What follows belongs to an exercise in optimizing a design on an open flow for small area, a short achievable clock period and few clock cycles; a production flow would make more cautious choices. Only simulation tests tie the RTL to the original design; equivalence was not proved.

Design leg_mix, start of the top module:
module leg_mix (
    input  wire         clk,
    input  wire         rst,
    input  wire         in_valid,
    output wire         in_ready,
    input  wire [4:0]   in_k,          
    input  wire [7:0]   in_outgain,    
    input  wire         in_out16,      
    input  wire [127:0] in_gain,       
    input  wire [31:0]  in_fade,       
    input  wire [511:0] in_mix,        
    output reg          out_valid,
    output reg  [23:0]  out_sample
);
For scale: roughly 160000 um2 of cells after synthesis.
Settings: LEC_CHECK=0, CAP_MARGIN=20, CORE_MARGIN=2, CORE_UTILIZATION=40, SETUP_SLACK_MARGIN=5, SLEW_MARGIN=20, SYNTH_MEMORY_MAX_BITS=16384; clock period 15.0 ns.
run.sh (not shown) runs the stock make flow with config.mk's settings and CLKGATE_MAP_FILE= SYNTH_SCRIPT=/design/flow/synth_recipe.tcl, a recipe that flattens the netlist after the stock synthesis.
Testbench counts at the start, summed over its fixed seeds: cycles 14,030.
Rerun with:
--- a/flow/design.v
+++ b/flow/design.v
@@ -43,13 +43,15 @@
     assign in_ready = ~ib_full | (ib_last & a_go);
     wire        accept   = in_valid & in_ready;
     reg  [15:0] in_act;
     integer s;
     always @(*)
         for (s = 0; s < 16; s = s + 1)
-            in_act[s] = (in_gain[8*s +: 8] != 8'd0) && (in_fade[2*s +: 2] != 2'd3);
+            in_act[s] = (in_gain[8*s +: 8] != 8'd0) && (in_fade[2*s +: 2] != 2'd3)
+                     && (in_mix[32*s+23 +: 8] != 8'd0)
+                     && !((in_fade[2*s +: 2] == 2'd2) && (in_k == 5'd23));
     always @(*) begin
         sel_code = 8'd0;
         sel_fade = 2'd0;
         sel_mix  = 32'd0;
         for (s = 0; s < 16; s = s + 1) begin
             sel_code = sel_code | (gain_r[8*s +: 8] & {8{sel[s]}});
@@ -439,19 +441,21 @@
     input  wire [31:0] a,
     input  wire [31:0] b,
     output reg  [31:0] y
 );
     wire [47:0] prod;
     lm_mul24 u_m (.a({1'b1, a[22:0]}), .b({1'b1, b[22:0]}), .p(prod));
-    reg  [47:0] p_r;
+    reg  [47:22] p_r;      
+    reg         st_r;      
     reg  [8:0]  e_r;       
     reg         s_r;
     reg         z_r;
     always @(posedge clk) begin
         if (en) begin
-            p_r <= prod;
+            p_r  <= prod[47:22];
+            st_r <= |prod[21:0];
             e_r <= {1'b0, a[30:23]} + {1'b0, b[30:23]} - 9'd127;
             s_r <= a[31] ^ b[31];
             z_r <= (a[30:23] == 8'd0) || (b[30:23] == 8'd0);
         end
     end
     reg  [22:0] frac;
@@ -461,18 +465,18 @@
     wire [23:0] rnd;
     lm_add #(23) u_ri (.a(frac), .b(23'd0), .cin(guard & (sticky | frac[0])), .s(rnd[22:0]), .cout(rnd[23]));
     always @(*) begin
         if (p_r[47]) begin
             frac   = p_r[46:24];
             guard  = p_r[23];
-            sticky = |p_r[22:0];
+            sticky = p_r[22] | st_r;
             e      = e_r + 9'd1;
         end else begin
             frac   = p_r[45:23];
             guard  = p_r[22];
-            sticky = |p_r[21:0];
+            sticky = st_r;
             e      = e_r;
         end
     end
     wire [8:0] e_f = rnd[23] ? e + 9'd1 : e;
     always @(posedge clk) begin
         if (en)
What happened: Area after synthesis goes down by about 1.8%. Critical path depth shrinks by 25. Sequential cell count decreases by 42. Cell area drops by about 1.4%. Fmax goes down by about 2%. Global-route usage hardly moves. Routed wire length drops by about 2.3%. Non-clock buffer count climbs by 9. Worst hold slack is worse by 0.019 ns.
Testbench counts after the change, summed over its fixed seeds: cycles 13,865.

* * *

== old ==
leg_mix, a different RTL version from the one above (not shown whole).
Size: roughly 720 I/O pins, roughly 160000 µm² of cells after synthesis.
Settings: LEC_CHECK=0, CAP_MARGIN=20, CORE_MARGIN=2, CORE_UTILIZATION=40, SETUP_SLACK_MARGIN=5, SLEW_MARGIN=20, SYNTH_MEMORY_MAX_BITS=16384; clock period 15.0 ns.
Testbench counts of old, summed over its fixed seeds: cycles 11,879.
Inputs modified between old and new:
diff --git a/flow/design.v b/flow/design.v
--- a/flow/design.v
+++ b/flow/design.v
@@ -4,23 +4,23 @@
     input  wire         in_valid,
     output wire         in_ready,
     input  wire [4:0]   in_k,          
     input  wire [7:0]   in_outgain,    
     input  wire         in_out16,      
     input  wire [127:0] in_gain,       
     input  wire [31:0]  in_fade,       
     input  wire [511:0] in_mix,        
     output reg          out_valid,
     output reg  [23:0]  out_sample
 );
-    localparam integer QD = 10;           
+    localparam integer QD = 8;           
     localparam [31:0] F_ONE  = 32'h3f800000,
                       F_075  = 32'h3f400000,
                       F_M075 = 32'hbf400000;
     reg [1:0]   g_cnt;
     reg [64:0]  gb0, gb1;
     wire        g_pop;
     wire        g_push;
     reg         ib_full;
     reg         ib_first;
     reg [15:0]  ib_mask;       
     reg [4:0]   k_r;
@@ -183,23 +183,23 @@
             g1_v <= 1'b0;
             g2_v <= 1'b0;
         end else if (!stall) begin
             g1_v <= g_pop;
             g2_v <= g1_v;
         end
         if (!stall) begin
             g1_o16 <= gb0[64];
             g2_o16 <= g1_o16;
         end
     end
-    localparam integer QW = 4;               
+    localparam integer QW = 3;               
     reg [31:0]   q_y   [0:QD-1];
     reg [QD-1:0] q_o16;
     reg [QD-1:0] q_clip;
     reg          zr_v;
     reg  [31:0]  zr;
     reg [QW-1:0] q_wp, q_rp;
     reg [QW:0]   q_n;
     wire        q_full  = (q_n == QD);
     wire        q_empty = (q_n == 0);
     assign stall = g2_v & q_full;
     wire        q_push = g2_v & ~q_full;
new completed; timing, DRC and antenna clean
Of new and old, it is new that has the lower combined area of all synthesized cells.
Share of the clock period used by the worst path after layout: new vs old, no meaningful difference
From old to new the numbers moved as follows: wire length of the first global-routing pass went down by 0.41%; total met2 wirelength after detailed routing went down by about 0.7%.
Compared with old, in new worst path setup slack after routing went up by 0.0087 ns.
| compound-gate portion of the synthesized area | lower: new |
[compare] base=old new=new: net count reported at finish increased by 164 relative to the old numbers; flip-flop and latch count has decreased; met2 usage rose 0.29 points; first-iteration DRC count fell by 652.
| final routed wirelength across all metal layers | new vs old | ≈ equal |
Testbench counts of new, summed over its fixed seeds: cycles 12,231.

[what the ideal ports hide]
How much do the figures lean on ideal ports? The routed layouts below were timed once more, with nothing changed but the port constraints. Step 1, drivers: a clkbuf_16 drives clk and a buf_2 each remaining input, both assumed. Step 2 adds t to the input delays and takes it off the output delays; t is the mean of the earliest and latest rising clock arrival at the registers after step 1. Input paths then give back, and output paths get back, about the clock's delay inside the block. Three values: ideal, step 1, step 2; two values: the first two.
run | shift t [ns] | setup WS [ns] | hold slack, ns | clock arrival spread, ns
the first run of note 1 | 1.057 | 5.364 / 5.258 / 5.364 | 0.394 / 0.394 / 0.394 | 0.153 / 0.153
the second run of note 1 | 1.021 | 5.165 / 5.049 / 5.275 | 0.375 / 0.375 / 0.375 | 0.121 / 0.120
old | 1.062 | 5.263 / 5.134 / 5.404 | 0.373 / 0.373 / 0.373 | 0.174 / 0.174
new | 1.071 | 5.271 / 5.189 / 5.271 | 0.354 / 0.354 / 0.354 | 0.189 / 0.189
After both steps every run listed still meets setup and hold.
